What follows belongs to an exercise in optimizing a design on an open flow for small area, a short achievable clock period and few clock cycles per item; a production flow would make more cautious choices. At most, simulation tests tie the RTL to the original design; equivalence was not proved. The RTL of run 2 was laid out without a check of its function.

==> flow/design.v, too long to show whole: its modules and the start of the top module <==
// module sfl_frame_check: 765 lines
module sfl_frame_check (
    input  wire         clk,
    input  wire         rst,             
    input  wire         start,           
    input  wire [383:0] frame,           
    input  wire [31:0]  cid,
    input  wire [1:0]   conn_state,      
    input  wire [15:0]  last_seq,        
    input  wire [15:0]  connect_seq,     
    output wire         ready,
    output reg          done,
    output wire         accept,
    output wire         ok_a,
    output wire         ok_b,
    output reg          hdr_ok,
    output reg          seq_ok,
    output wire         restart,
    output wire [7:0]   lost,
    output wire [3:0]   conn,
    output wire [7:0]   kind,
    output wire [15:0]  seq,
    output wire [15:0]  echo
);
  // ...
==> flow/flow/run.sh <==
#!/bin/bash
set -euo pipefail
MARGIN="${FLOW_SETUP_MARGIN:-5}"
bash standard.sh finish \
  "BUFFER_PORTS_ARGS=-buffer_cell sky130_fd_sc_hd__buf_1" \
  "SETUP_SLACK_MARGIN=${MARGIN}" > flow_make.log 2>&1
==> flow/standard.sh <==
#!/bin/bash
# synth_recipe.tcl (not shown) runs the flow's synth.tcl, then flattens the netlist and writes it again
# the make line also repeats each setting of config.mk as NAME=value (left out here)
make -C /OpenROAD-flow-scripts/flow DESIGN_CONFIG=/design/flow/config.mk WORK_HOME=/design/flow/orfs CLKGATE_MAP_FILE= SYNTH_SCRIPT=/design/flow/synth_recipe.tcl "${@:-finish}"
==> flow/config.mk <==
export PLATFORM = sky130hd
export DESIGN_NAME = sfl_frame_check
export DESIGN_NICKNAME = sfl_frame_check
export VERILOG_FILES = /design/flow/design.v
export SDC_FILE = /design/flow/constraint.sdc
export NUM_CORES = 4
export LEC_CHECK = 0
export CAP_MARGIN = 20
export CORE_MARGIN = 2
export CORE_UTILIZATION = 35
export SLEW_MARGIN = 20
export TNS_END_PERCENT = 0
==> flow/constraint.sdc <==
create_clock -name core_clock -period 10.0 [get_ports {clk}]
set_input_delay 2.0000 -clock core_clock [delete_from_list [all_inputs] [get_ports {clk}]]
set_output_delay 2.0000 -clock core_clock [all_outputs]
set_load 0.01 [all_outputs]
==> results_dict.tcl, run 1 <==
set metrics [dict create \
    outcome "finished clean" \
    met2_usage_pct 72.7 \
    cts.repair.resized 45 \
    avgSynthCellArea_um2 8.52 \
    reg.largest.list "crc_a x32, crc_b x32, lost_r x8" \
    first_pass_iters 15 \
    synthFlopType "dfxtp_1" \
    synthDistinctLibCells 66 \
    cp-end-kind "flip-flop" \
    clock_buffers 11 \
    grt_max_degree 75 \
    fmax_ghz 0.186 \
    slew_viol_final 0 \
    ys_seq_area_share_pct 7.23 \
    rrSetupSlack_ps 4840 \
    clock_latency_ps 410 \
    worstHoldPathCells 1 \
    rr_endpoint "crc_a[16]" \
    final_common_cell "xnor2_1" \
    via_per_inst 5.98 \
    crit_slowest_cell "xnor2_2" \
    syn_area_um2 22100 \
    r2r-start "ph[2]" \
    period_share_pct 53.9 \
    hold_viol_final 0 \
    routed_wl_um 175000 \
    synth_seq_cells 80 \
    crit_cells 10 \
]
Testbench counts, summed over its fixed seeds: cycles 16,000, frames 3,200.
==> inputs of run 2 (changes only) <==
--- a/flow/design.v
+++ b/flow/design.v
@@ -38,25 +38,49 @@
         if (rst) begin
             ph   <= 0;
             done <= 1'b0;
         end else begin
             ph   <= {ph, start && !busy};
             done <= ph[2];
         end
     end
-    wire [128-1:0] ca = ({128{ph[0]}} & {frame[95:0], ~cid[31:0]}) |
-                     ({128{ph[1]}} & frame[223:96]) |
-                     ({128{ph[2]}} & frame[351:224]);
-    wire [128-1:0] cb = ({128{ph[0]}} & {frame[95:0], ~cid[31:0]}) |
-                     ({128{ph[1]}} & frame[223:96]) |
-                     ({128{ph[2]}} & {frame[383:352], frame[319:224]});
+    reg  [2:0] phc0;
+    reg  [2:0] phc1;
+    reg  [2:0] phc2;
+    reg  [2:0] phc3;
+    reg  [2:0] phc4;
+    reg  [2:0] phc5;
+    always @(posedge clk) begin
+        if (rst) begin
+            phc0 <= 0;
+            phc1 <= 0;
+            phc2 <= 0;
+            phc3 <= 0;
+            phc4 <= 0;
+            phc5 <= 0;
+        end else begin
+            phc0 <= {phc0, start && !(|phc0)};
+            phc1 <= {phc1, start && !(|phc1)};
+            phc2 <= {phc2, start && !(|phc2)};
+            phc3 <= {phc3, start && !(|phc3)};
+            phc4 <= {phc4, start && !(|phc4)};
+            phc5 <= {phc5, start && !(|phc5)};
+        end
+    end
+    wire [128-1:0] ca, cb;
+    assign ca[31:0] = ({32{phc0[0]}} & ~cid[31:0]) | ({32{phc0[1]}} & frame[127:96]) | ({32{phc0[2]}} & frame[255:224]);
+    assign ca[63:32] = ({32{phc1[0]}} & frame[31:0]) | ({32{phc1[1]}} & frame[159:128]) | ({32{phc1[2]}} & frame[287:256]);
+    assign ca[95:64] = ({32{phc2[0]}} & frame[63:32]) | ({32{phc2[1]}} & frame[191:160]) | ({32{phc2[2]}} & frame[319:288]);
+    assign ca[127:96] = ({32{phc3[0]}} & frame[95:64]) | ({32{phc3[1]}} & frame[223:192]) | ({32{phc3[2]}} & frame[351:320]);
+    assign cb[95:0] = ca[95:0];
+    assign cb[127:96] = ({32{phc4[0]}} & frame[95:64]) | ({32{phc4[1]}} & frame[223:192]) | ({32{phc4[2]}} & frame[383:352]);
     reg  [31:0] crc_a, crc_b;
-    wire [31:0] sx_a = (crc_a & {32{!ph[0]}}) ^ ca[31:0];
-    wire [31:0] sx_b = (crc_b & {32{!ph[0]}}) ^ cb[31:0];
+    wire [31:0] sx_a = (crc_a & {32{!phc5[0]}}) ^ ca[31:0];
+    wire [31:0] sx_b = (crc_b & {32{!phc5[0]}}) ^ cb[31:0];
     wire [31:0] upd_a, upd_b;
     wire [604:0] xt;
     assign xt[0] = ca[78] ^ ca[82];
     assign xt[1] = ca[40] ^ ca[42];
     assign xt[2] = ca[53] ^ ca[76];
     assign xt[3] = ca[60] ^ ca[77];
     assign xt[4] = ca[48] ^ ca[55];
     assign xt[5] = ca[64] ^ ca[93];
==> flow/flow/run.sh (replaced) <==
#!/bin/bash
set -euo pipefail
MARGIN="${FLOW_SETUP_MARGIN:-6}"
bash standard.sh finish \
  "BUFFER_PORTS_ARGS=-buffer_cell sky130_fd_sc_hd__buf_1" \
  "SETUP_SLACK_MARGIN=${MARGIN}" > flow_make.log 2>&1
==> results_dict.tcl, run 2 <==
set metrics [dict create \
    outcome "finished clean" \
    critPathLaunchType "input port" \
    synthMuxAreaShare_pct 0.0439 \
    synth_adder_area_share_pct 0.912 \
    fp.dieW_um 259 \
    synthTopCellsByArea "xnor2_1, xor2_1, dfxtp_1, a222oi_1, xnor3_1" \
    coreArea_um2 64300 \
    synth_common_cells "xnor2_1, xor2_1, a222oi_1" \
    final_common_cell "xnor2_1" \
    hold_end "phc5[0]" \
    fin_cells 4225 \
    startpoint "frame[172]" \
    dp_hpwl_um 132000 \
    cts-buffers-inserted 9 \
    clock_latency_ps 410 \
    maxCapViolCount 0 \
    finClkSkew_ps 15.2 \
    fin_util_pct 51.9 \
    vias 24900 \
    row_count 93 \
    final_net_count 3828 \
    rr_endpoint "crc_b[13]" \
    port_buffers 512 \
    rrSetupSlack_ps 6130 \
    start_util_pct 35.4 \
    placed_area_um2 26500 \
    die_h_um 259 \
    period_share_pct 46.2 \
    ys_seq_area_share_pct 8.61 \
    crit_type "input port to flip-flop" \
    syn_nets 3041 \
    grt_pass1_wl_um 207000 \
    hold_viol_final 0 \
    cts_root_buffer "clkbuf_16" \
    synth_edf_count 0 \
    period_minus_slack_ps 4620 \
    avgSynthCellArea_um2 8.86 \
    grt_max_degree 75 \
    min_from "phc5[2]" \
    drive_gt1_share_pct 28.0 \
    path_clk_slew_ps 90 \
    ios 513 \
    clockBufferDepth 2 \
    reg.largest.list "crc_a x32, crc_b x32, lost_r x8" \
    syn_area_um2 22800 \
    hold_path.class "flip-flop to flip-flop" \
    worstMarginPinSlew_ps 1150 \
    dieArea_um2 67100 \
    clkSinkCount 98 \
    yosys.area.top_type "xnor2_1" \
    wire_per_inst_um 37.8 \
    fmax_ghz 0.217 \
    synthMostInstantiatedCell "xnor2_1" \
    grt_pass1_vias 23900 \
    final_cell_mix "xnor2_1, buf_1, buf_4" \
    grt.overflow.total 0 \
    synth_top_area_share_pct 49.8 \
    yosys.area_share.simple_pct 7.05 \
    finalSetupTns_ps 0 \
    drtIter0Drc 4913 \
    finish.instance_area_um2 33400 \
    gp_congestion 1.12 \
    drc 0 \
    synth_cells 2572 \
    synthFlopType "dfxtp_1" \
    antenna_found_initial 11 \
    cp-end-kind "flip-flop" \
    track_usage_pct 46.2 \
    first_pass_iters 15 \
    worstHoldPathCells 1 \
    via_per_inst 5.90 \
    slew_viol_final 0 \
    r2r-start "phc5[0]" \
    required_ps 10290 \
    cts_tree "done" \
    syn2layout_area_growth_pct 46.7 \
    postRouteAntennaNets 0 \
    rsz0062_at_grt "true" \
    setup_viol 0 \
    synthArstFlopShare_pct 0 \
    ff2ff_path_depth 10 \
    synth_top_family_by_area "XOR/XNOR gates" \
    synth_seq_cells 98 \
    max_slew_margin_pct 22.5 \
    synth_xor_area_share_pct 69.4 \
    htreeDepth 3 \
    crit_arrival_ps 4900 \
    dp_cells 3950 \
    routed_wl_um 160000 \
    synth_compound_area_share_pct 9.37 \
    ys_warn_count 1 \
    synthDistinctLibCells 53 \
    crit_fanout 6 \
]
[run 2: metal layers]
layer  part of all wire [%]  vias up  track usage [%]
met5                  0.036        -                0
met4                     10        8             37.1
met3                     14      615             17.4
met2                     40     2290             65.9
met1                     35    11900             55.3
li1                       -    10200                -
[run 2: critical path, stage by stage]
cell and delay (ps):
buf_1 110, a222oi_1 400, buf_4 320, xor2_2 430
xnor2_1 190, xnor2_2 360, xnor2_1 150, xnor2_1 430
xnor2_1 170, xnor2_1 330
[run 2: final cells by class]
cell class	instances	area [um2]
flip-flops and latches	98	1970
clock inverters	7	85.1
inverters	24	90.1
multi-input cells	2266	24100
repair buffers	960	5840
clock buffers	9	225
well taps	855	1070
fillers	6000	30900
diodes	6	15.0
[run 2: how the worst max path moves through the flow]
| stage | slack, ps | endpoint |
|---|---|---|
| after floorplan | 5500 | lost_r[2] |
| after global placement | 3740 | crc_a[1] |
| after global routing | 5420 | crc_a[13] |
| after CTS | 5580 | lost_r[1] |
| after detailed placement | 3910 | crc_b[9] |
| final | 5380 | crc_b[31] |
[run 2: logic make-up after synthesis]
| kind of cell | after synthesis |
|---|---|
| adders and majority gates | 16 |
| AOI/OAI and AO/OA | 261 |
| xor gates and xnor gates | 1708 |
| buffers and inverters | 209 |
| muxes | 1 |
| DFF | 98 |
| and+or+nand+nor | 279 |
[run 2: per-stage QoR]
step	hold WS, ps	worst slack (ps)
after global placement	372	3740
after CTS	393	5580
after detailed placement	379	3910
final	405	5380
after global routing	404	5420
after floorplan	374	5500
[run 2: repair_timing]
action / CTS / global route
cloned: 2 / 0
hold buffers: 0 / 0
pin swaps: 115 / 49
setup buffers: 197 / 54
setup endpoints to repair: 132 / 132
resized for setup: 512 / 71

==> static timing again, ports no longer ideal <==
No port has a modelled driver above. Below, the same layouts with a new extraction and two added sets of constraints.
Step 1 (the two cells are an assumption about what drives the block):
set clk [get_ports {clk}]
set_driving_cell -lib_cell sky130_fd_sc_hd__clkbuf_16 $clk
set_driving_cell -lib_cell sky130_fd_sc_hd__buf_2 [delete_from_list [all_inputs] $clk]
Step 2 times the ports against the registers' clock, not the clock port: input delays grow and output delays shrink by t, the midpoint of the rising clock arrivals with the driver on.
a / b / c = no drivers / after step 1 / after step 2; a / b = the first two.
| run | t, ns | slack for setup (ns) | worst register clock-pin slew, ns |
|---|---|---|---|
| run 1 | 0.463 | 4.610 / 4.649 / 4.186 | 0.11 / 0.11 |
| run 2 | 0.473 | 5.385 / 5.428 / 4.956 | 0.09 / 0.09 |
After both steps setup and hold are still met in every run listed. For run 2, which loses most, drivers alone change the setup slack by +0.043 ns; drivers and shift together by -0.429 ns.
